Context: an optimization exercise on an open-source flow, tuned for small area and a short achievable clock period. The choices shown serve that exercise and are no tape-out recipe. Only simulation tests tie the RTL to the original design; equivalence was not proved.

==> flow/design.v, too long to show whole: its modules and the start of the top module <==
// module vec_fma: 2663 lines
module vec_fma (
    input  wire        clk,
    input  wire        rst,
    input  wire        in_valid,
    input  wire [31:0] in_a,
    input  wire [31:0] in_b,
    input  wire [31:0] in_c,
    output reg         out_valid,
    output reg  [31:0] out_r
);
  // ...
==> flow/flow/run.sh <==
#!/bin/bash
# Standard ORFS layout; repair_timing aims for a setup slack of at least
# 19 ns at the design's clock period.
set -euo pipefail
bash standard.sh SETUP_SLACK_MARGIN=19  finish > standard.log 2>&1
==> flow/standard.sh <==
#!/bin/bash
# synth_recipe.tcl (not shown) runs the flow's synth.tcl, then flattens the netlist and writes it again
# the make line also repeats each setting of config.mk as NAME=value (left out here)
make -C /OpenROAD-flow-scripts/flow DESIGN_CONFIG=/design/flow/config.mk WORK_HOME=/design/flow/orfs CLKGATE_MAP_FILE= SYNTH_SCRIPT=/design/flow/synth_recipe.tcl "${@:-finish}"
==> flow/config.mk <==
export PLATFORM = sky130hd
export DESIGN_NAME = vec_fma
export DESIGN_NICKNAME = vec_fma
export VERILOG_FILES = /design/flow/design.v
export SDC_FILE = /design/flow/constraint.sdc
export NUM_CORES = 4
export LEC_CHECK = 0
export ABC_AREA = 1
export CAP_MARGIN = 20
export CORE_MARGIN = 2
export CORE_UTILIZATION = 40
export SLEW_MARGIN = 20
==> flow/constraint.sdc <==
create_clock -name core_clock -period 25.0 [get_ports {clk}]
set_input_delay 5.0000 -clock core_clock [delete_from_list [all_inputs] [get_ports {clk}]]
set_output_delay 5.0000 -clock core_clock [all_outputs]
set_load 0.01 [all_outputs]
==> impl_metrics.py, run 1 <==
metrics = {
    "logic_synthesis": {
        "avgSynthCellArea_sq_um": 6.806,
        "synthArstFlopShare": 0,
        "synth_edf_count": 0,
        "ys_ff_latch": 367,
        "synth_compound_area_frac": 0.1367,
        "ys.flop_type": "dfxtp_1",
    },
    "routing": {
        "routedWlPerCell_microns": 22.59,
        "drc": 0,
        "route.met2.wl_mm": 73.55,
        "dr.pass1.iters": 9,
    },
    "critical_path": {
        "path_cells": "buf_6",
        "criticalPathCategory": "flip-flop to output port",
        "cp-end-kind": "output port",
        "crit_start": "out_r[18]",
    },
    "clock_tree": {
        "cts_resized": 374,
        "cts_buffers": 44,
    },
    "timing": {
        "tightestPinTransition_ps": 1094,
        "setup_ws_ps": 18930,
        "maxSlewViolCount": 0,
        "max-slew-margin-rel": 0.2653,
    },
    "layout": {
        "mostFrequentLayoutCells": "nand2_1, inv_1, nand3_1, xor2_1, nor2_1",
        "diodes": 3,
        "fin_area_sq_mm": 0.04838,
    },
    "die": {
        "die-height_microns": 322.9,
        "die_w_microns": 322.9,
    },
    "placement": {
        "routabilityCongestion": 1.052,
        "dp_hpwl_mm": 120.1,
    },
    "run_status": {
        "status": "timing/DRC/antenna clean",
    },
    "min_path": {
        "worstHoldStart": "s1_zsign",
    },
    "global_route": {
        "grt_max_degree": 65,
    },
    "flow_run": {
        "maxCapViolCount": 0,
    },
}
==> inputs of run 2 (changes only) <==
--- a/flow/design.v
+++ b/flow/design.v
@@ -47,27 +47,27 @@
     wire sp      = sa ^ sb;
     wire p_zero  = a_zero | b_zero;
     wire p_inf   = a_inf | b_inf;
     wire is_nan  = a_nan | b_nan | c_nan | (a_inf & b_zero) | (b_inf & a_zero) |
                    (p_inf & c_inf & (sp ^ sc));
     wire is_spec = is_nan | p_inf | c_inf;
     wire s_inf   = p_inf ? sp : sc;
     wire signed [10:0] ep     = $signed({3'd0, ea_e}) + $signed({3'd0, eb_e}) - 11'sd127;
-    wire signed [10:0] sh_raw = $signed({3'd0, ea_e}) + $signed({3'd0, eb_e}) + $signed({3'b111, ~ec_e}) - 11'sd97;
+    wire signed [10:0] sh_raw = $signed({3'd0, ea_e}) + $signed({3'd0, eb_e}) + $signed({3'b111, ~ec_e}) - 11'sd99;
     wire               c_scale = p_zero | (~c_zero & sh_raw[10]);
     wire        [6:0]  sh = (c_scale | c_zero) ? 7'd0 :
                             (sh_raw[9:7] != 3'd0) ? 7'd127 : sh_raw[6:0];
-    wire signed [10:0] e_top = c_scale ? $signed({3'd0, ec_e}) : (ep + 11'sd29);
+    wire signed [10:0] e_top = c_scale ? $signed({3'd0, ec_e}) : (ep + 11'sd27);
     wire [30:0] mc_f = {mc, 7'd0} >> sh[2:0];
     wire [23:0]  st_mask;
     genvar gj;
     generate
         for (gj = 0; gj < 24; gj = gj + 1) begin : g_stm
-            assign st_mask[gj] = (sh_raw > 11'sd78 + gj);
+            assign st_mask[gj] = (sh_raw > 11'sd76 + gj);
         end
     endgenerate
     wire         c_sticky = ~(c_scale | c_zero) & (|(mc & st_mask));
     wire bone1 = mb[0] ^ 1'b0;
     wire btwo2 = (mb[1] & ~mb[0] & ~1'b0) | (~mb[1] & mb[0] & 1'b0);
     wire bu3 = ((bone1 & ma[0])) ^ mb[1];
     wire bu4 = ((bone1 & ma[1]) | (btwo2 & ma[0])) ^ mb[1];
     wire bu5 = ((bone1 & ma[2]) | (btwo2 & ma[1])) ^ mb[1];
@@ -1439,19 +1439,19 @@
         s1_etop  <= e_top;
         s1_sp    <= sp;
         s1_sc    <= sc;
         s1_spec  <= is_spec;
         s1_nan   <= is_nan;
         s1_sinf  <= s_inf;
         s1_zsign <= p_zero & sp & sc;
     end
-    wire [101:0] c_aligned = {s1_mcf, 71'd0} >> {s1_shc, 3'b000};
-    wire [102:0] opc = {c_aligned, s1_cst};
-    wire [27:0]  opu = opc[102:75];
+    wire [99:0]  c_aligned = {s1_mcf, 69'd0} >> {s1_shc, 3'b000};
+    wire [100:0] opc = {c_aligned, s1_cst};
+    wire [25:0]  opu = opc[100:75];
     wire [47:0]  opm = opc[74:27];
     wire [26:0]  opl = opc[26:0];
     wire         eff_sub = s1_sp ^ s1_sc;
     wire [47:0]  bmid = s1_prod ^ {48{eff_sub}};
     wire g1308 = opm[0] & bmid[0];
     wire g1309 = opm[1] & bmid[1];
     wire g1310 = opm[2] & bmid[2];
     wire g1311 = opm[3] & bmid[3];
@@ -1897,56 +1897,55 @@
     assign y0[45] = p1401 ^ pg1652;
     assign y1[45] = p1401 ^ (pg1652 | pp1653);
     assign y0[46] = p1402 ^ pg1654;
     assign y1[46] = p1402 ^ (pg1654 | pp1655);
     assign y0[47] = p1403 ^ pg1656;
     assign y1[47] = p1403 ^ (pg1656 | pp1657);
     wire c0 = pg1658;
     wire c1 = pg1658 | pp1659;
-    wire [27:0]  u_inc = opu + 28'd1;
-    wire [27:0]  u_dec = opu - 28'd1;
-    wire         u_zero = (opu == 28'd0);
+    wire [25:0]  u_inc = opu + 26'd1;
+    wire [25:0]  u_dec = opu - 26'd1;
+    wire         u_zero = (opu == 26'd0);
     wire         l_nz = |opl;
     wire [26:0]  l_neg = ~opl + 27'd1;
     wire         neg = eff_sub & u_zero & ~c1;
-    reg  [102:0] mag;
+    reg  [100:0] mag;
     always @(*) begin
         if (!eff_sub)
             mag = {c0 ? u_inc : opu, y0, opl};
         else if (!neg)
             mag = {c1 ? opu : u_dec, y1, opl};
         else
-            mag = {28'd0, l_nz ? ~y1 : ~y0, l_neg};
+            mag = {26'd0, l_nz ? ~y1 : ~y0, l_neg};
     end
     wire         rsign = neg ? s1_sp : s1_sc;
     wire signed [10:0] e_m1 = s1_etop - 11'sd1;
     wire               kill = s1_etop < 11'sd1;      
-    wire               has_mark = ~kill & (e_m1 < 11'sd103);
+    wire               has_mark = ~kill & (e_m1 < 11'sd101);
     reg        s2_valid;
-    reg [102:0] s2_mag;
-    reg signed [10:0] s2_etop;
-    reg [6:0]  s2_mpos;
+    reg [100:0] s2_mag;
+    reg [8:0]  s2_em1;
     reg        s2_hasm, s2_kill, s2_rsign, s2_spec, s2_nan, s2_sinf, s2_zsign;
     always @(posedge clk) begin
         if (rst) s2_valid <= 1'b0;
         else     s2_valid <= s1_valid;
         s2_mag   <= mag;
-        s2_etop  <= s1_etop;
-        s2_mpos  <= e_m1[6:0];
+        s2_em1   <= e_m1[8:0];
         s2_hasm  <= has_mark;
         s2_kill  <= kill;
         s2_rsign <= rsign;
         s2_spec  <= s1_spec;
         s2_nan   <= s1_nan;
         s2_sinf  <= s1_sinf;
         s2_zsign <= s1_zsign;
     end
+    wire [6:0]   s2_mpos = s2_em1[6:0];
     wire [127:0] mark = s2_hasm ? ({1'b1, 127'd0} >> s2_mpos) : 128'd0;
-    wire [127:0] lz_in = {s2_mag, 25'd0} | mark;
+    wire [127:0] lz_in = {s2_mag, 27'd0} | mark;
     wire         mag_zero = ~|s2_mag;
     wire zv1660 = lz_in[127] | lz_in[126];
     wire zc1661 = ~lz_in[127];
     wire zv1662 = lz_in[125] | lz_in[124];
     wire zc1663 = ~lz_in[125];
     wire zv1664 = lz_in[123] | lz_in[122];
     wire zc1665 = ~lz_in[123];
     wire zv1666 = lz_in[121] | lz_in[120];
@@ -2313,106 +2312,106 @@
     wire zc2027 = ~zv2012;
     wire zc2028 = zv2012 ? zc2013 : zc2020;
     wire zc2029 = zv2012 ? zc2014 : zc2021;
     wire zc2030 = zv2012 ? zc2015 : zc2022;
     wire zc2031 = zv2012 ? zc2016 : zc2023;
     wire zc2032 = zv2012 ? zc2017 : zc2024;
     wire zc2033 = zv2012 ? zc2018 : zc2025;
     wire [6:0] lz = {zc2027, zc2028, zc2029, zc2030, zc2031, zc2032, zc2033};
-    wire so2034 = s2_mag[0] | s2_mag[1] | s2_mag[2] | s2_mag[3] | s2_mag[4] | s2_mag[5] | s2_mag[6] | s2_mag[7] | s2_mag[8] | s2_mag[9] | s2_mag[10] | s2_mag[11] | s2_mag[12] | s2_mag[13] | s2_mag[14];
+    wire so2034 = s2_mag[0] | s2_mag[1] | s2_mag[2] | s2_mag[3] | s2_mag[4] | s2_mag[5] | s2_mag[6] | s2_mag[7] | s2_mag[8] | s2_mag[9] | s2_mag[10] | s2_mag[11] | s2_mag[12];
     wire sc2035 = ~lz[6] & so2034;
-    wire sh2036 = lz[6] ? 1'b0 : s2_mag[15];
-    wire sh2037 = lz[6] ? 1'b0 : s2_mag[16];
-    wire sh2038 = lz[6] ? 1'b0 : s2_mag[17];
-    wire sh2039 = lz[6] ? 1'b0 : s2_mag[18];
-    wire sh2040 = lz[6] ? 1'b0 : s2_mag[19];
-    wire sh2041 = lz[6] ? 1'b0 : s2_mag[20];
-    wire sh2042 = lz[6] ? 1'b0 : s2_mag[21];
-    wire sh2043 = lz[6] ? 1'b0 : s2_mag[22];
-    wire sh2044 = lz[6] ? 1'b0 : s2_mag[23];
-    wire sh2045 = lz[6] ? 1'b0 : s2_mag[24];
-    wire sh2046 = lz[6] ? 1'b0 : s2_mag[25];
-    wire sh2047 = lz[6] ? 1'b0 : s2_mag[26];
-    wire sh2048 = lz[6] ? 1'b0 : s2_mag[27];
-    wire sh2049 = lz[6] ? 1'b0 : s2_mag[28];
-    wire sh2050 = lz[6] ? 1'b0 : s2_mag[29];
-    wire sh2051 = lz[6] ? 1'b0 : s2_mag[30];
-    wire sh2052 = lz[6] ? 1'b0 : s2_mag[31];
-    wire sh2053 = lz[6] ? 1'b0 : s2_mag[32];
-    wire sh2054 = lz[6] ? 1'b0 : s2_mag[33];
-    wire sh2055 = lz[6] ? 1'b0 : s2_mag[34];
-    wire sh2056 = lz[6] ? 1'b0 : s2_mag[35];
-    wire sh2057 = lz[6] ? 1'b0 : s2_mag[36];
-    wire sh2058 = lz[6] ? 1'b0 : s2_mag[37];
-    wire sh2059 = lz[6] ? 1'b0 : s2_mag[38];
-    wire sh2060 = lz[6] ? 1'b0 : s2_mag[39];
-    wire sh2061 = lz[6] ? 1'b0 : s2_mag[40];
-    wire sh2062 = lz[6] ? 1'b0 : s2_mag[41];
-    wire sh2063 = lz[6] ? 1'b0 : s2_mag[42];
-    wire sh2064 = lz[6] ? 1'b0 : s2_mag[43];
-    wire sh2065 = lz[6] ? 1'b0 : s2_mag[44];
-    wire sh2066 = lz[6] ? 1'b0 : s2_mag[45];
-    wire sh2067 = lz[6] ? 1'b0 : s2_mag[46];
-    wire sh2068 = lz[6] ? 1'b0 : s2_mag[47];
-    wire sh2069 = lz[6] ? 1'b0 : s2_mag[48];
-    wire sh2070 = lz[6] ? 1'b0 : s2_mag[49];
-    wire sh2071 = lz[6] ? 1'b0 : s2_mag[50];
-    wire sh2072 = lz[6] ? 1'b0 : s2_mag[51];
-    wire sh2073 = lz[6] ? 1'b0 : s2_mag[52];
-    wire sh2074 = lz[6] ? 1'b0 : s2_mag[53];
-    wire sh2075 = lz[6] ? 1'b0 : s2_mag[54];
-    wire sh2076 = lz[6] ? 1'b0 : s2_mag[55];
-    wire sh2077 = lz[6] ? 1'b0 : s2_mag[56];
-    wire sh2078 = lz[6] ? 1'b0 : s2_mag[57];
-    wire sh2079 = lz[6] ? 1'b0 : s2_mag[58];
-    wire sh2080 = lz[6] ? 1'b0 : s2_mag[59];
-    wire sh2081 = lz[6] ? 1'b0 : s2_mag[60];
-    wire sh2082 = lz[6] ? 1'b0 : s2_mag[61];
-    wire sh2083 = lz[6] ? 1'b0 : s2_mag[62];
-    wire sh2084 = lz[6] ? 1'b0 : s2_mag[63];
-    wire sh2085 = lz[6] ? s2_mag[0] : s2_mag[64];
-    wire sh2086 = lz[6] ? s2_mag[1] : s2_mag[65];
-    wire sh2087 = lz[6] ? s2_mag[2] : s2_mag[66];
-    wire sh2088 = lz[6] ? s2_mag[3] : s2_mag[67];
-    wire sh2089 = lz[6] ? s2_mag[4] : s2_mag[68];
-    wire sh2090 = lz[6] ? s2_mag[5] : s2_mag[69];
-    wire sh2091 = lz[6] ? s2_mag[6] : s2_mag[70];
-    wire sh2092 = lz[6] ? s2_mag[7] : s2_mag[71];
-    wire sh2093 = lz[6] ? s2_mag[8] : s2_mag[72];
-    wire sh2094 = lz[6] ? s2_mag[9] : s2_mag[73];
-    wire sh2095 = lz[6] ? s2_mag[10] : s2_mag[74];
-    wire sh2096 = lz[6] ? s2_mag[11] : s2_mag[75];
-    wire sh2097 = lz[6] ? s2_mag[12] : s2_mag[76];
-    wire sh2098 = lz[6] ? s2_mag[13] : s2_mag[77];
-    wire sh2099 = lz[6] ? s2_mag[14] : s2_mag[78];
-    wire sh2100 = lz[6] ? s2_mag[15] : s2_mag[79];
-    wire sh2101 = lz[6] ? s2_mag[16] : s2_mag[80];
-    wire sh2102 = lz[6] ? s2_mag[17] : s2_mag[81];
-    wire sh2103 = lz[6] ? s2_mag[18] : s2_mag[82];
-    wire sh2104 = lz[6] ? s2_mag[19] : s2_mag[83];
-    wire sh2105 = lz[6] ? s2_mag[20] : s2_mag[84];
-    wire sh2106 = lz[6] ? s2_mag[21] : s2_mag[85];
-    wire sh2107 = lz[6] ? s2_mag[22] : s2_mag[86];
-    wire sh2108 = lz[6] ? s2_mag[23] : s2_mag[87];
-    wire sh2109 = lz[6] ? s2_mag[24] : s2_mag[88];
-    wire sh2110 = lz[6] ? s2_mag[25] : s2_mag[89];
-    wire sh2111 = lz[6] ? s2_mag[26] : s2_mag[90];
-    wire sh2112 = lz[6] ? s2_mag[27] : s2_mag[91];
-    wire sh2113 = lz[6] ? s2_mag[28] : s2_mag[92];
-    wire sh2114 = lz[6] ? s2_mag[29] : s2_mag[93];
-    wire sh2115 = lz[6] ? s2_mag[30] : s2_mag[94];
-    wire sh2116 = lz[6] ? s2_mag[31] : s2_mag[95];
-    wire sh2117 = lz[6] ? s2_mag[32] : s2_mag[96];
-    wire sh2118 = lz[6] ? s2_mag[33] : s2_mag[97];
-    wire sh2119 = lz[6] ? s2_mag[34] : s2_mag[98];
-    wire sh2120 = lz[6] ? s2_mag[35] : s2_mag[99];
-    wire sh2121 = lz[6] ? s2_mag[36] : s2_mag[100];
-    wire sh2122 = lz[6] ? s2_mag[37] : s2_mag[101];
-    wire sh2123 = lz[6] ? s2_mag[38] : s2_mag[102];
+    wire sh2036 = lz[6] ? 1'b0 : s2_mag[13];
+    wire sh2037 = lz[6] ? 1'b0 : s2_mag[14];
+    wire sh2038 = lz[6] ? 1'b0 : s2_mag[15];
+    wire sh2039 = lz[6] ? 1'b0 : s2_mag[16];
+    wire sh2040 = lz[6] ? 1'b0 : s2_mag[17];
+    wire sh2041 = lz[6] ? 1'b0 : s2_mag[18];
+    wire sh2042 = lz[6] ? 1'b0 : s2_mag[19];
+    wire sh2043 = lz[6] ? 1'b0 : s2_mag[20];
+    wire sh2044 = lz[6] ? 1'b0 : s2_mag[21];
+    wire sh2045 = lz[6] ? 1'b0 : s2_mag[22];
+    wire sh2046 = lz[6] ? 1'b0 : s2_mag[23];
+    wire sh2047 = lz[6] ? 1'b0 : s2_mag[24];
+    wire sh2048 = lz[6] ? 1'b0 : s2_mag[25];
+    wire sh2049 = lz[6] ? 1'b0 : s2_mag[26];
+    wire sh2050 = lz[6] ? 1'b0 : s2_mag[27];
+    wire sh2051 = lz[6] ? 1'b0 : s2_mag[28];
+    wire sh2052 = lz[6] ? 1'b0 : s2_mag[29];
+    wire sh2053 = lz[6] ? 1'b0 : s2_mag[30];
+    wire sh2054 = lz[6] ? 1'b0 : s2_mag[31];
+    wire sh2055 = lz[6] ? 1'b0 : s2_mag[32];
+    wire sh2056 = lz[6] ? 1'b0 : s2_mag[33];
+    wire sh2057 = lz[6] ? 1'b0 : s2_mag[34];
+    wire sh2058 = lz[6] ? 1'b0 : s2_mag[35];
+    wire sh2059 = lz[6] ? 1'b0 : s2_mag[36];
+    wire sh2060 = lz[6] ? 1'b0 : s2_mag[37];
+    wire sh2061 = lz[6] ? 1'b0 : s2_mag[38];
+    wire sh2062 = lz[6] ? 1'b0 : s2_mag[39];
+    wire sh2063 = lz[6] ? 1'b0 : s2_mag[40];
+    wire sh2064 = lz[6] ? 1'b0 : s2_mag[41];
+    wire sh2065 = lz[6] ? 1'b0 : s2_mag[42];
+    wire sh2066 = lz[6] ? 1'b0 : s2_mag[43];
+    wire sh2067 = lz[6] ? 1'b0 : s2_mag[44];
+    wire sh2068 = lz[6] ? 1'b0 : s2_mag[45];
+    wire sh2069 = lz[6] ? 1'b0 : s2_mag[46];
+    wire sh2070 = lz[6] ? 1'b0 : s2_mag[47];
+    wire sh2071 = lz[6] ? 1'b0 : s2_mag[48];
+    wire sh2072 = lz[6] ? 1'b0 : s2_mag[49];
+    wire sh2073 = lz[6] ? 1'b0 : s2_mag[50];
+    wire sh2074 = lz[6] ? 1'b0 : s2_mag[51];
+    wire sh2075 = lz[6] ? 1'b0 : s2_mag[52];
+    wire sh2076 = lz[6] ? 1'b0 : s2_mag[53];
+    wire sh2077 = lz[6] ? 1'b0 : s2_mag[54];
+    wire sh2078 = lz[6] ? 1'b0 : s2_mag[55];
+    wire sh2079 = lz[6] ? 1'b0 : s2_mag[56];
+    wire sh2080 = lz[6] ? 1'b0 : s2_mag[57];
+    wire sh2081 = lz[6] ? 1'b0 : s2_mag[58];
+    wire sh2082 = lz[6] ? 1'b0 : s2_mag[59];
+    wire sh2083 = lz[6] ? 1'b0 : s2_mag[60];
+    wire sh2084 = lz[6] ? 1'b0 : s2_mag[61];
+    wire sh2085 = lz[6] ? 1'b0 : s2_mag[62];
+    wire sh2086 = lz[6] ? 1'b0 : s2_mag[63];
+    wire sh2087 = lz[6] ? s2_mag[0] : s2_mag[64];
+    wire sh2088 = lz[6] ? s2_mag[1] : s2_mag[65];
+    wire sh2089 = lz[6] ? s2_mag[2] : s2_mag[66];
+    wire sh2090 = lz[6] ? s2_mag[3] : s2_mag[67];
+    wire sh2091 = lz[6] ? s2_mag[4] : s2_mag[68];
+    wire sh2092 = lz[6] ? s2_mag[5] : s2_mag[69];
+    wire sh2093 = lz[6] ? s2_mag[6] : s2_mag[70];
+    wire sh2094 = lz[6] ? s2_mag[7] : s2_mag[71];
+    wire sh2095 = lz[6] ? s2_mag[8] : s2_mag[72];
+    wire sh2096 = lz[6] ? s2_mag[9] : s2_mag[73];
+    wire sh2097 = lz[6] ? s2_mag[10] : s2_mag[74];
+    wire sh2098 = lz[6] ? s2_mag[11] : s2_mag[75];
+    wire sh2099 = lz[6] ? s2_mag[12] : s2_mag[76];
+    wire sh2100 = lz[6] ? s2_mag[13] : s2_mag[77];
+    wire sh2101 = lz[6] ? s2_mag[14] : s2_mag[78];
+    wire sh2102 = lz[6] ? s2_mag[15] : s2_mag[79];
+    wire sh2103 = lz[6] ? s2_mag[16] : s2_mag[80];
+    wire sh2104 = lz[6] ? s2_mag[17] : s2_mag[81];
+    wire sh2105 = lz[6] ? s2_mag[18] : s2_mag[82];
+    wire sh2106 = lz[6] ? s2_mag[19] : s2_mag[83];
+    wire sh2107 = lz[6] ? s2_mag[20] : s2_mag[84];
+    wire sh2108 = lz[6] ? s2_mag[21] : s2_mag[85];
+    wire sh2109 = lz[6] ? s2_mag[22] : s2_mag[86];
+    wire sh2110 = lz[6] ? s2_mag[23] : s2_mag[87];
+    wire sh2111 = lz[6] ? s2_mag[24] : s2_mag[88];
+    wire sh2112 = lz[6] ? s2_mag[25] : s2_mag[89];
+    wire sh2113 = lz[6] ? s2_mag[26] : s2_mag[90];
+    wire sh2114 = lz[6] ? s2_mag[27] : s2_mag[91];
+    wire sh2115 = lz[6] ? s2_mag[28] : s2_mag[92];
+    wire sh2116 = lz[6] ? s2_mag[29] : s2_mag[93];
+    wire sh2117 = lz[6] ? s2_mag[30] : s2_mag[94];
+    wire sh2118 = lz[6] ? s2_mag[31] : s2_mag[95];
+    wire sh2119 = lz[6] ? s2_mag[32] : s2_mag[96];
+    wire sh2120 = lz[6] ? s2_mag[33] : s2_mag[97];
+    wire sh2121 = lz[6] ? s2_mag[34] : s2_mag[98];
+    wire sh2122 = lz[6] ? s2_mag[35] : s2_mag[99];
+    wire sh2123 = lz[6] ? s2_mag[36] : s2_mag[100];
     wire so2124 = sh2036 | sh2037 | sh2038 | sh2039 | sh2040 | sh2041 | sh2042 | sh2043 | sh2044 | sh2045 | sh2046 | sh2047 | sh2048 | sh2049 | sh2050 | sh2051 | sh2052 | sh2053 | sh2054 | sh2055 | sh2056 | sh2057 | sh2058 | sh2059 | sh2060 | sh2061 | sh2062 | sh2063 | sh2064 | sh2065 | sh2066 | sh2067;
     wire sc2125 = ~lz[5] & so2124;
     wire st2126 = sc2035 | sc2125;
     wire sh2127 = lz[5] ? sh2036 : sh2068;
     wire sh2128 = lz[5] ? sh2037 : sh2069;
     wire sh2129 = lz[5] ? sh2038 : sh2070;
     wire sh2130 = lz[5] ? sh2039 : sh2071;
     wire sh2131 = lz[5] ? sh2040 : sh2072;
@@ -2631,17 +2630,17 @@
     wire sh2344 = lz[0] ? sh2315 : sh2316;
     wire sh2345 = lz[0] ? sh2316 : sh2317;
     wire sh2346 = lz[0] ? sh2317 : sh2318;
     wire sh2347 = lz[0] ? sh2318 : sh2319;
     wire sh2348 = lz[0] ? sh2319 : sh2320;
     wire [24:0] norm = {sh2348, sh2347, sh2346, sh2345, sh2344, sh2343, sh2342, sh2341, sh2340, sh2339, sh2338, sh2337, sh2336, sh2335, sh2334, sh2333, sh2332, sh2331, sh2330, sh2329, sh2328, sh2327, sh2326, sh2325, sh2324};
     wire norm_st = st2323;
     wire         is_sub = ~norm[24];
-    wire signed [10:0] e_full = s2_etop - $signed({4'd0, lz});
+    wire signed [10:0] e_full = $signed({2'd0, s2_em1}) + 11'sd1 - $signed({4'd0, lz});
     wire [7:0]   e_pack = is_sub ? 8'd0 : e_full[7:0];
     wire         ovf = ~is_sub & (e_full > 11'sd254);
     wire        guard    = norm[0];
     wire        round_up = guard & (norm_st | norm[1]);
     wire [30:0] rounded  = {e_pack, norm[23:1]} + {30'd0, round_up};
     reg [31:0] result;
     always @(*) begin
         if (s2_spec)
==> impl_metrics.py, run 2 <==
metrics = {
    "critical_path": {
        "critPathArrivalTime_ps": 1070,
        "cp-end-kind": "output port",
        "max_stage_delay_ps": 330,
        "startpoint_type": "flip-flop",
        "criticalPathCategory": "flip-flop to output port",
        "critPathSlowestCell": "dfxtp_2",
        "path_buf_inv": 1,
        "required_ps": 20000,
        "path_cells": "buf_6",
        "cp_top_family": "flip-flops",
        "cp_max_fo": 1,
    },
    "layout": {
        "final_nets": 6686,
        "drive_gt1_frac": 0.1313,
        "largest-register": "s2_mag",
        "ff_latch_area_sq_mm": 0.007212,
        "reg_top3": "s2_mag (101), s1_prod (48)",
        "fin_cells": 7552,
        "largest_reg_flops": 101,
        "multi_input_area_sq_mm": 0.03082,
        "nFillCells": 10460,
        "syn2layout_area_growth_pct": 17.85,
        "mostFrequentLayoutCell": "nand2_1",
        "mostFrequentLayoutCells": "nand2_1, inv_1, nand3_1, xor2_1, nor2_1",
    },
    "logic_synthesis": {
        "syn_inst": 6004,
        "synth.largest_area_cell": "dfxtp_1",
        "synthArstFlopShare": 0,
        "avgSynthCellArea_sq_um": 6.853,
        "syn_area_sq_mm": 0.04115,
        "ys_ff_latch": 356,
        "ys.flop_type": "dfxtp_1",
        "yosysTopAreaCellShare": 0.1732,
        "ys_warn_count": 1,
        "synth.most_common_cell": "nand2_1",
        "yosysSeqAreaShare": 0.1732,
        "synth_common_cells": "nand2_1, inv_1, nand3_1",
        "yosys-top-cells-area": "dfxtp_1, fa_1, nand2_1, xor2_1, inv_1",
        "ys_types": 64,
        "syn-num-nets": 6545,
        "synth_edf_count": 0,
    },
    "global_route": {
        "met1_usage": 0.3993,
        "antenna_found_initial": 3,
        "grt_pass1_wl_mm": 252.9,
        "grt-busiest-layer": "met2",
        "grt_pass1_vias": 40560,
        "grt_max_degree": 60,
        "grt_use_met3": 0.05398,
        "grt_usage": 0.3123,
        "use_met2": 0.4915,
        "gr-total-overflow": 0,
    },
    "timing": {
        "fin_crit_sh": 0.2429,
        "hold_viol": 0,
        "maxSlewViolCount": 0,
        "period_needed_ps": 6072,
        "grt_setup_unrepaired": "true",
        "setup_tns_ps": 0,
        "finalSetupViolations": 0,
        "clock_skew_ps": 48.87,
        "setup_ws_ps": 18930,
        "max-slew-margin-rel": 0.1765,
        "fmax_ghz": 0.1647,
        "hold_ws_ps": 324.9,
        "tightestPinTransition_ps": 1229,
    },
    "placement": {
        "portBuffers": 131,
        "routabilityCongestion": 1.052,
        "dpl.cell_count": 7258,
        "dp_hpwl_mm": 126.3,
        "dpl_worst_slack_ps": 17390,
    },
    "clock_tree": {
        "cts_buffers": 45,
        "worstSkewPairLatency_ps": 650,
        "clock-sinks": 356,
        "hold_buffers": 0,
        "clockBufferDepth": 3,
        "clockRootBuffer": "clkbuf_16",
        "path_clk_slew_ps": 60,
        "h-tree-depth": 2,
        "cts_tree": "done",
    },
    "flow_run": {
        "maxCapViolCount": 0,
    },
    "routing": {
        "drt_wl_total_mm": 174.0,
        "drt_iter0_drc": 5003,
        "postRouteAntennaNets": 0,
        "via_per_inst": 5.693,
        "routedWlPerCell_microns": 23.04,
        "drc": 0,
        "dr.pass1.iters": 6,
        "num_vias": 42990,
    },
    "die": {
        "rows": 117,
        "die-height_microns": 324.7,
        "dieArea_sq_mm": 0.1054,
        "io_pins": 132,
        "initial_utilization": 0.4038,
        "core_area_sq_mm": 0.1019,
        "die_w_microns": 324.7,
    },
    "min_path": {
        "hp-class": "flip-flop to flip-flop",
    },
    "run_status": {
        "status": "timing/DRC/antenna clean",
    },
}
[run 2: final cells by class]
class / instances / share of cell area
clock buffer: 54 / 0.02475
sequential: 356 / 0.1487
inverter: 821 / 0.06709
timing repair buffer: 378 / 0.07746
tap: 1368 / 0.03530
timing repair inverter: 16 / 0.002426
antenna: 2 / 0.0001032
clock inverter: 30 / 0.008618
multi-input combinational: 4527 / 0.6355
[run 2: kinds of logic after synthesis]
| kind of cell | count (synthesis) | share of synthesized area |
|---|---|---|
| simple gates | 2606 | 0.2855 |
| flops | 356 | 0.1732 |
| compound gates | 934 | 0.1347 |
| buf+inv | 1135 | 0.1107 |
| fa+ha+maj | 442 | 0.1824 |
| xor+xnor | 516 | 0.1098 |
| mux | 15 | 0.003649 |
[run 2: final timing paths]
check / end / startpoint / depth (start not counted) / slack, ps
max reg2reg: s1_prod[43] / s0_a[11] / 25 / 19140
max: out_r[7] / out_r[7] / 1 / 18930
min: s2_sinf / s1_sinf / 0 / 320
min reg2reg: s2_sinf / s1_sinf / 0 / 320
[run 2: repair_timing]
action | 4_1_cts | 5_1_grt
resized for setup | 335 | 310
setup endpoints to repair | 229 | 207
setup buffers | 75 | 89
gates cloned | 25 | 19
pin swaps | 25 | 68
[run 2: metal layers]
| layer | vias up | wire length (microns) |
|---|---|---|
| met5 | - | 0 |
| met4 | 0 | 12960 |
| met3 | 596 | 15610 |
| met2 | 2433 | 75690 |
| met1 | 19950 | 69770 |
| li1 | 20010 | - |
[run 2: through the flow]
stage	area (sq um)	util
floorplan	41170	-
global placement	43280	0.4248
detailed placement	43280	0.4248
CTS	46290	0.4543
global route	48480	0.4759
finish	48490	0.4759
[run 2: worst register-to-register path: cells and delay by family (launching register included)]
family / cells / cell delay (ps)
flip-flops: 1 / 590
buffers and inverters: 7 / 870
AND/OR/NAND/NOR: 6 / 540
XOR/XNOR: 2 / 370
AO/OA/AOI/OAI: 4 / 710
adder cells (fa/ha/maj): 6 / 2690
==> inputs of run 3 (changes only) <==
--- a/flow/config.mk
+++ b/flow/config.mk
@@ -11,2 +11,3 @@
 export CORE_UTILIZATION = 40
 export SLEW_MARGIN = 20
+export TNS_END_PERCENT = 0
==> impl_metrics.py, run 3 <==
metrics = {
    "clock_tree": {
        "clockRootBuffer": "clkbuf_16",
        "cts_buffers": 46,
        "path_clk_slew_ps": 60,
        "worstSkewPairLatency_ps": 660,
        "clockBufferDepth": 3,
        "clock-sinks": 356,
        "hold_buffers": 0,
        "cts_tree": "done",
        "h-tree-depth": 2,
    },
    "timing": {
        "hold_viol": 0,
        "tightestPinTransition_ps": 1240,
        "finalSetupViolations": 0,
        "grt_setup_unrepaired": "true",
        "clock_skew_ps": 43.98,
        "max-slew-margin-rel": 0.1688,
        "maxSlewViolCount": 0,
        "setup_tns_ps": 0,
        "fin_crit_sh": 0.2441,
        "period_needed_ps": 6102,
        "fmax_ghz": 0.1639,
    },
    "global_route": {
        "grt-busiest-layer": "met2",
        "grt_pass1_wl_mm": 253.4,
        "grt_usage": 0.3144,
        "use_met2": 0.4972,
        "grt_use_met3": 0.06149,
        "antenna_found_initial": 5,
        "met1_usage": 0.3958,
        "grt_max_degree": 60,
        "grt_pass1_vias": 39900,
        "gr-total-overflow": 0,
    },
    "layout": {
        "multi_input_area_sq_mm": 0.03039,
        "fin_area_sq_mm": 0.04741,
        "mostFrequentLayoutCells": "nand2_1, inv_1, nand3_1, xor2_1, nor2_1",
        "ff_latch_area_sq_mm": 0.007187,
        "mostFrequentLayoutCell": "nand2_1",
        "largest_reg_flops": 101,
        "final_nets": 6651,
        "reg_top3": "s2_mag (101), s1_prod (48)",
        "drive_gt1_frac": 0.1113,
        "nFillCells": 10590,
        "fin_cells": 7515,
        "largest-register": "s2_mag",
        "syn2layout_area_growth_pct": 15.22,
    },
    "routing": {
        "via_per_inst": 5.682,
        "drc": 0,
        "drt_wl_total_mm": 175.5,
        "num_vias": 42700,
        "routedWlPerCell_microns": 23.35,
        "drt_iter0_drc": 4992,
        "postRouteAntennaNets": 0,
        "dr.pass1.iters": 6,
    },
    "die": {
        "rows": 117,
        "core_area_sq_mm": 0.1019,
        "die_w_microns": 324.7,
        "dieArea_sq_mm": 0.1054,
        "die-height_microns": 324.7,
        "io_pins": 132,
        "initial_utilization": 0.4038,
    },
    "logic_synthesis": {
        "synthArstFlopShare": 0,
        "ys.flop_type": "dfxtp_1",
        "syn_area_sq_mm": 0.04115,
        "ys_ff_latch": 356,
        "avgSynthCellArea_sq_um": 6.853,
        "synth.largest_area_cell": "dfxtp_1",
        "synth.most_common_cell": "nand2_1",
        "yosysSeqAreaShare": 0.1732,
        "ys_warn_count": 1,
        "yosysTopAreaCellShare": 0.1732,
        "syn-num-nets": 6545,
        "ys_types": 64,
        "yosys-top-cells-area": "dfxtp_1, fa_1, nand2_1, xor2_1, inv_1",
        "syn_inst": 6004,
        "synth_edf_count": 0,
        "synth_common_cells": "nand2_1, inv_1, nand3_1",
    },
    "critical_path": {
        "criticalPathCategory": "input pin to flip-flop",
        "startpoint_type": "input pin",
        "cp-end-kind": "flip-flop",
        "cp_max_fo": 2,
        "required_ps": 25570,
        "critPathArrivalTime_ps": 6680,
    },
    "min_path": {
        "hp-class": "flip-flop to flip-flop",
    },
    "placement": {
        "portBuffers": 131,
        "dp_hpwl_mm": 127.8,
        "placedInstanceArea_sq_mm": 0.04334,
        "routabilityCongestion": 1.066,
        "dpl.cell_count": 7264,
    },
    "run_status": {
        "status": "timing/DRC/antenna clean",
    },
    "flow_run": {
        "maxCapViolCount": 0,
    },
}
==> run 3: cell types whose count changed in the layout (fill, tap and decap cells not counted), moves of 11 or more <==
cell     change
buf_4       -23
buf_6       -22
dfxtp_1     +20
dfxtp_2     -20
buf_2       +18
o22ai_1     +13
o21ai_0     +12
fa_1        +11
fa_2        -11
==> run 3: repair_timing <==
item | in CTS | in global routing
gates cloned | 20 | 19
buffers inserted | 40 | 87
pin swaps | 15 | 43
setup endpoints to repair | 228 | 205
gates resized for setup | 280 | 200
==> run 3: metal layers <==
metal  share of wire  vias to the layer above
li1                -                    19950
met1            0.39                    19760
met2            0.44                     2348
met3           0.091                      637
met4           0.075                        6
met5         0.00023                        -
==> run 3: worst paths after layout <==
| kind | from | end | slack, ps | cells past startpoint |
|---|---|---|---|---|
| max | in_b[17] | s0_bfz | 18900 | 4 |
| min | s1_nan | s2_nan | 320 | 0 |
| min reg2reg | s1_nan | s2_nan | 320 | 0 |
| max reg2reg | s0_a[19] | s1_prod[42] | 19080 | 25 |
==> run 3: critical path, stage by stage <==
cell	delay, ps
clkdlybuf4s50_1	490
nor4_1	830
nand4_1	150
nor2_1	200
==> run 3: cell type report <==
type                    instances  area share
diodes                          1  0.00005279
clock buffers                  56     0.02634
clock inverters                28    0.006704
inverters                     821     0.06794
multi-input cells            4530      0.6411
flip-flops and latches        356      0.1516
well taps                    1368     0.03611
repair buffers                344     0.06849
repair inverters               11    0.001636
==> run 3: kinds of logic (layout without fill, tap and decap cells) <==
family                     after synthesis  in the layout  share of synthesized area
and+or+nand+nor                       2606           2618                     0.2855
buffers and inverters                 1135           1260                     0.1107
AOI/OAI and AO/OA                      934            939                     0.1347
xor gates and xnor gates               516            516                     0.1098
adders and majority gates              442            442                     0.1824
DFF                                    356            356                     0.1732
muxes                                   15             15                   0.003649
other                                    0              1                          0
==> run 3: per-stage QoR <==
step | setup WS (ps) | utilization | hold WS, ps
finish | 18900 | 0.4653 | 324.6
global route | 18800 | 0.4653 | 330.7
CTS | 18870 | 0.4488 | 325.1
detailed placement | 17070 | 0.4254 | 312.1
global placement | 17090 | 0.4254 | 313.6
floorplan | 18990 | - | 309.6
==> inputs of run 4 (changes only) <==
--- a/flow/config.mk
+++ b/flow/config.mk
@@ -9,5 +9,5 @@
 export CAP_MARGIN = 20
 export CORE_MARGIN = 2
-export CORE_UTILIZATION = 40
+export CORE_UTILIZATION = 50
+export PLACE_DENSITY = 0.7
 export SLEW_MARGIN = 20
-export TNS_END_PERCENT = 0
==> impl_metrics.py, run 4 <==
metrics = {
    "logic_synthesis": {
        "synth.most_common_cell": "nand2_1",
        "ys_types": 64,
        "ys.flop_type": "dfxtp_1",
        "synth_edf_count": 0,
        "syn_area_sq_mm": 0.04115,
        "yosysSeqAreaShare": 0.1732,
        "yosys-top-cells-area": "dfxtp_1, fa_1, nand2_1, xor2_1, inv_1",
        "synth_common_cells": "nand2_1, inv_1, nand3_1",
        "avgSynthCellArea_sq_um": 6.853,
        "synth.largest_area_cell": "dfxtp_1",
        "syn-num-nets": 6545,
        "yosysTopAreaCellShare": 0.1732,
        "syn_inst": 6004,
        "synthArstFlopShare": 0,
        "ys_ff_latch": 356,
        "ys_warn_count": 1,
    },
    "critical_path": {
        "r2r_end": "s1_prod[44]",
        "max_stage_delay_ps": 320,
        "path_buf_inv": 1,
        "required_ps": 20000,
        "criticalPathCategory": "flip-flop to output port",
        "critPathArrivalTime_ps": 1070,
        "r2r_setup_slack_ps": 19050,
        "reg2regPathDepth": 31,
        "cp-end-kind": "output port",
        "startpoint_type": "flip-flop",
        "cp_top_family": "flip-flops",
        "critPathSlowestCell": "dfxtp_1",
        "crit_start": "out_r[14]",
        "r2r_start": "s0_b[1]",
        "cp_max_fo": 1,
        "path_cells": "buf_2",
    },
    "timing": {
        "fin_crit_sh": 0.2426,
        "grt_setup_unrepaired": "true",
        "clock_skew_ps": 57.06,
        "fmax_ghz": 0.1648,
        "finalSetupViolations": 0,
        "tightestPinTransition_ps": 1220,
        "setup_tns_ps": 0,
        "period_needed_ps": 6066,
        "hold_viol": 0,
        "maxSlewViolCount": 0,
        "max-slew-margin-rel": 0.1824,
    },
    "routing": {
        "drt_wl_total_mm": 173.6,
        "drt_iter0_drc": 5289,
        "postRouteAntennaNets": 0,
        "num_vias": 43750,
        "drc": 0,
        "dr.pass1.iters": 8,
        "routedWlPerCell_microns": 23.92,
        "via_per_inst": 6.028,
    },
    "layout": {
        "nFillCells": 7716,
        "final_nets": 6692,
        "mostFrequentLayoutCells": "nand2_1, inv_1, nand3_1, xor2_1, nor2_1",
        "drive_gt1_frac": 0.1350,
        "ff_latch_area_sq_mm": 0.007193,
        "fin_cells": 7258,
        "largest-register": "s2_mag",
        "syn2layout_area_growth_pct": 16.52,
        "largest_reg_flops": 101,
        "reg_top3": "s2_mag (101), s1_prod (48)",
        "mostFrequentLayoutCell": "nand2_1",
        "multi_input_area_sq_mm": 0.03076,
        "fin_util": 0.5867,
    },
    "clock_tree": {
        "hold_buffers": 0,
        "cts_buffers": 43,
        "cts_tree": "done",
        "clock-sinks": 356,
        "clockRootBuffer": "clkbuf_16",
        "clockBufferDepth": 3,
        "h-tree-depth": 2,
        "path_clk_slew_ps": 60,
        "worstSkewPairLatency_ps": 660,
    },
    "placement": {
        "dp_hpwl_mm": 123.6,
        "routabilityCongestion": 1.073,
        "portBuffers": 131,
        "dpl.cell_count": 6962,
    },
    "min_path": {
        "holdPathStages": 0,
        "hp-class": "flip-flop to flip-flop",
        "whs_endpoint": "s1_sc",
        "worstHoldStart": "s0_c[31]",
    },
    "die": {
        "die_w_microns": 290.9,
        "rows": 105,
        "core_area_sq_mm": 0.08172,
        "initial_utilization": 0.5035,
        "io_pins": 132,
        "dieArea_sq_mm": 0.08460,
        "die-height_microns": 290.9,
    },
    "global_route": {
        "grt_usage": 0.3902,
        "antenna_found_initial": 4,
        "grt_max_degree": 53,
        "gr-total-overflow": 0,
        "grt_pass1_vias": 41320,
        "grt_pass1_wl_mm": 251.9,
    },
    "flow_run": {
        "maxCapViolCount": 0,
    },
    "run_status": {
        "status": "timing/DRC/antenna clean",
    },
}
## run 4: cells by family after synthesis
group,Yosys count,synth area share
buffers and inverters,1135,0.1107
adders and majority gates,442,0.1824
AOI/OAI and AO/OA,934,0.1347
xor gates and xnor gates,516,0.1098
muxes,15,0.003649
and+or+nand+nor,2606,0.2855
DFF,356,0.1732
## run 4: worst max path at each step
stage                   to  cells past startpoint
6_report         out_r[14]                      1
5_1_grt        s1_prod[42]                     30
4_1_cts          out_r[15]                      1
3_5_place_dp      out_r[0]                     33
3_3_place_gp      out_r[0]                     33
2_1_floorplan  s1_prod[42]                     29
## run 4: through the flow
| stage | cell area, sq um | hold WS [ps] | worst slack (ps) |
|---|---|---|---|
| after global routing | 47940 | 411.3 | 18810 |
| after CTS | 45990 | 401.6 | 18900 |
| after detailed placement | 42900 | 383.7 | 17490 |
| after global placement | 42900 | 391.6 | 17580 |
| final | 47940 | 399.1 | 18930 |
| after floorplan | 41170 | 309.6 | 19010 |
## run 4: per-layer routing
| layer | GRT usage | routed length (microns) | up-vias |
|---|---|---|---|
| met5 | 0.004538 | 77 | - |
| met4 | 0.2987 | 16370 | 6 |
| met3 | 0.09689 | 18930 | 835 |
| met2 | 0.6092 | 74680 | 2806 |
| met1 | 0.4621 | 63590 | 20090 |
| li1 | - | - | 20010 |
## run 4: area by class of cell
class,count,area share
repair buffers,387,0.07759
clock buffers,58,0.02487
well taps,1070,0.02792
clock inverters,22,0.007438
repair inverters,22,0.003079
inverters,821,0.06736
diodes,2,0.0001044
multi-input cells,4520,0.6416
flip-flops and latches,356,0.1500
## run 4: timing repair
| item | 4_1_cts | 5_1_grt |
|---|---|---|
| cloned | 29 | 10 |
| gates resized for setup | 330 | 300 |
| setup buffers | 93 | 82 |
| setup endpoints to repair | 226 | 215 |
| pin swaps | 27 | 77 |
==> inputs of run 5 (changes only) <==
==> flow/flow/run.sh (replaced) <==
#!/bin/bash
# Standard ORFS layout; repair_timing aims for a setup slack of at least
# 18.95 ns at the design's clock period.
set -euo pipefail
bash standard.sh SETUP_SLACK_MARGIN=18.95  finish > standard.log 2>&1
--- a/flow/config.mk
+++ b/flow/config.mk
@@ -9,5 +9,4 @@
 export CAP_MARGIN = 20
 export CORE_MARGIN = 2
-export CORE_UTILIZATION = 50
-export PLACE_DENSITY = 0.7
+export CORE_UTILIZATION = 40
 export SLEW_MARGIN = 20
==> impl_metrics.py, run 5 <==
metrics = {
    "run_status": {
        "status": "timing/DRC/antenna clean",
    },
    "min_path": {
        "worstHoldStart": "s1_zsign",
        "hp-class": "flip-flop to flip-flop",
    },
    "global_route": {
        "gr-total-overflow": 0,
        "grt_usage": 0.3082,
        "grt_pass1_wl_mm": 250.6,
        "antenna_found_initial": 3,
        "grt_max_degree": 54,
        "grt_pass1_vias": 40550,
    },
    "logic_synthesis": {
        "ys_ff_latch": 356,
        "synth_common_cells": "nand2_1, inv_1, nand3_1",
        "syn-num-nets": 6545,
        "syn_area_sq_mm": 0.04115,
        "avgSynthCellArea_sq_um": 6.853,
        "synth.largest_area_cell": "dfxtp_1",
        "yosys-top-cells-area": "dfxtp_1, fa_1, nand2_1, xor2_1, inv_1",
        "ys_warn_count": 1,
        "synth_edf_count": 0,
        "yosysSeqAreaShare": 0.1732,
        "yosysTopAreaCellShare": 0.1732,
        "ys_types": 64,
        "synthArstFlopShare": 0,
        "synth.most_common_cell": "nand2_1",
        "syn_inst": 6004,
        "ys.flop_type": "dfxtp_1",
    },
    "routing": {
        "drt_wl_total_mm": 171.8,
        "postRouteAntennaNets": 0,
        "num_vias": 43190,
        "drc": 0,
        "drt_iter0_drc": 5107,
        "routedWlPerCell_microns": 22.79,
        "via_per_inst": 5.730,
        "dr.pass1.iters": 6,
    },
    "die": {
        "core_area_sq_mm": 0.1019,
        "die-height_microns": 324.7,
        "initial_utilization": 0.4038,
        "io_pins": 132,
        "dieArea_sq_mm": 0.1054,
        "rows": 117,
        "die_w_microns": 324.7,
    },
    "clock_tree": {
        "path_clk_slew_ps": 60,
        "clockRootBuffer": "clkbuf_16",
        "worstSkewPairLatency_ps": 660,
        "cts_buffers": 45,
        "h-tree-depth": 2,
        "clockBufferDepth": 3,
        "clock-sinks": 356,
        "hold_buffers": 0,
        "cts_tree": "done",
    },
    "layout": {
        "multi_input_area_sq_mm": 0.03072,
        "drive_gt1_frac": 0.1294,
        "nFillCells": 10440,
        "largest-register": "s2_mag",
        "largest_reg_flops": 101,
        "final_nets": 6674,
        "mostFrequentLayoutCell": "nand2_1",
        "mostFrequentLayoutCells": "nand2_1, inv_1, nand3_1, xor2_1, nor2_1",
        "reg_top3": "s2_mag (101), s1_prod (48)",
        "ff_latch_area_sq_mm": 0.007203,
        "syn2layout_area_growth_pct": 17.01,
    },
    "critical_path": {
        "crit_start": "out_r[12]",
        "required_ps": 20000,
        "cp-end-kind": "output port",
        "path_buf_inv": 1,
        "cp_max_fo": 1,
        "critPathArrivalTime_ps": 1070,
        "cp_top_family": "flip-flops",
        "startpoint_type": "flip-flop",
        "r2r_start": "s0_b[7]",
        "critPathSlowestCell": "dfxtp_2",
        "path_cells": "buf_6",
        "criticalPathCategory": "flip-flop to output port",
        "max_stage_delay_ps": 330,
    },
    "timing": {
        "fin_crit_sh": 0.2430,
        "hold_viol": 0,
        "tightestPinTransition_ps": 850.2,
        "clock_skew_ps": 57.30,
        "setup_tns_ps": 0,
        "period_needed_ps": 6074,
        "fmax_ghz": 0.1646,
        "finalSetupViolations": 0,
        "grt_setup_unrepaired": "true",
        "max-slew-margin-rel": 0.4324,
        "maxSlewViolCount": 0,
    },
    "flow_run": {
        "maxCapViolCount": 0,
    },
    "placement": {
        "dp_hpwl_mm": 125.1,
        "portBuffers": 131,
        "routabilityCongestion": 1.068,
    },
}
[run 5: cell counts after synthesis]
No cell type changed its count.
[run 5: stage by stage]
stage | setup slack [ps] | hold slack (ps) | instances | instance area [sq um] | util
after floorplan | 18970 | 309.6 | 6004 | 41160 | -
after global placement | 17320 | 312.0 | 7264 | 43320 | 0.4252
after detailed placement | 17270 | 312.1 | 7264 | 43320 | 0.4252
after CTS | 18890 | 326.1 | 7423 | 46030 | 0.4518
after global routing | 18870 | 336.6 | 7537 | 48140 | 0.4725
final | 18930 | 326.2 | 7538 | 48150 | 0.4725
[run 5: logic make-up (layout without fill, tap and decap cells)]
family / Yosys count / in the layout / synth area share
AO/OA/AOI/OAI: 934 / 936 / 0.1347
XOR/XNOR: 516 / 516 / 0.1098
adder cells (fa/ha/maj): 442 / 442 / 0.1824
buffers and inverters: 1135 / 1286 / 0.1107
flip-flops: 356 / 356 / 0.1732
multiplexers: 15 / 15 / 0.003649
other: 0 / 1 / 0
AND/OR/NAND/NOR: 2606 / 2618 / 0.2855
[run 5: worst paths after layout]
| check | end | cells past startpoint | slack (ps) |
|---|---|---|---|
| max | out_r[12] | 1 | 18930 |
| min | s2_zsign | 0 | 330 |
| max reg2reg | s1_prod[42] | 29 | 19080 |
| min reg2reg | s2_zsign | 0 | 330 |
[run 5: layer usage]
layer  share of wire  global-route usage
met3           0.092             0.05563
met2            0.44              0.4851
met1            0.40              0.3905
met5        0.000076                   0
met4           0.074              0.1925
[run 5: cell type report]
cell class,instances,share of cell area
Antenna cell,1,0.00005198
Clock buffer,59,0.02718
Clock inverter,24,0.005068
Inverter,821,0.06687
Multi-Input combinational cell,4527,0.6381
Sequential cell,356,0.1496
Tap cell,1368,0.03555
Timing Repair Buffer,368,0.07552
Timing Repair inverter,14,0.002079
[run 5: timing repair]
| item | CTS | global route |
|---|---|---|
| buffers inserted | 55 | 94 |
| gates resized for setup | 323 | 302 |
| cloned | 21 | 20 |
| setup endpoints to repair | 228 | 206 |
| pin swaps | 19 | 79 |

what the ideal ports hide:
The results above use ideal ports. As a check the final layouts listed here were re-extracted and re-timed, cells and wires unchanged. Step 1, drivers: a clkbuf_16 drives clk and a buf_2 each remaining input, both assumed. Step 2 times the ports against the registers' clock, not the clock port: input delays grow and output delays shrink by t, the midpoint of the rising clock arrivals with the driver on. Slacks: ideal / step 1 / step 2; pairs: ideal / step 1.
| run | t (ns) | setup slack, ns | latest minus earliest clock arrival (ns) | worst data-port slew with drivers (ns) |
|---|---|---|---|---|
| run 1 | 0.687 | 18.930 / 18.862 / 18.572 | 0.043 / 0.042 | 0.09 |
| run 2 | 0.695 | 18.928 / 18.860 / 18.441 | 0.050 / 0.049 | 0.06 |
| run 3 | 0.706 | 18.898 / 18.844 / 18.222 | 0.044 / 0.044 | 0.04 |
| run 4 | 0.694 | 18.934 / 18.867 / 18.414 | 0.057 / 0.057 | 0.05 |
| run 5 | 0.703 | 18.926 / 18.859 / 18.440 | 0.059 / 0.060 | 0.05 |
After both steps every run listed still meets setup and hold. The setup slack of run 3, which loses most, moves by -0.054 ns with the drivers and by -0.676 ns with both steps.
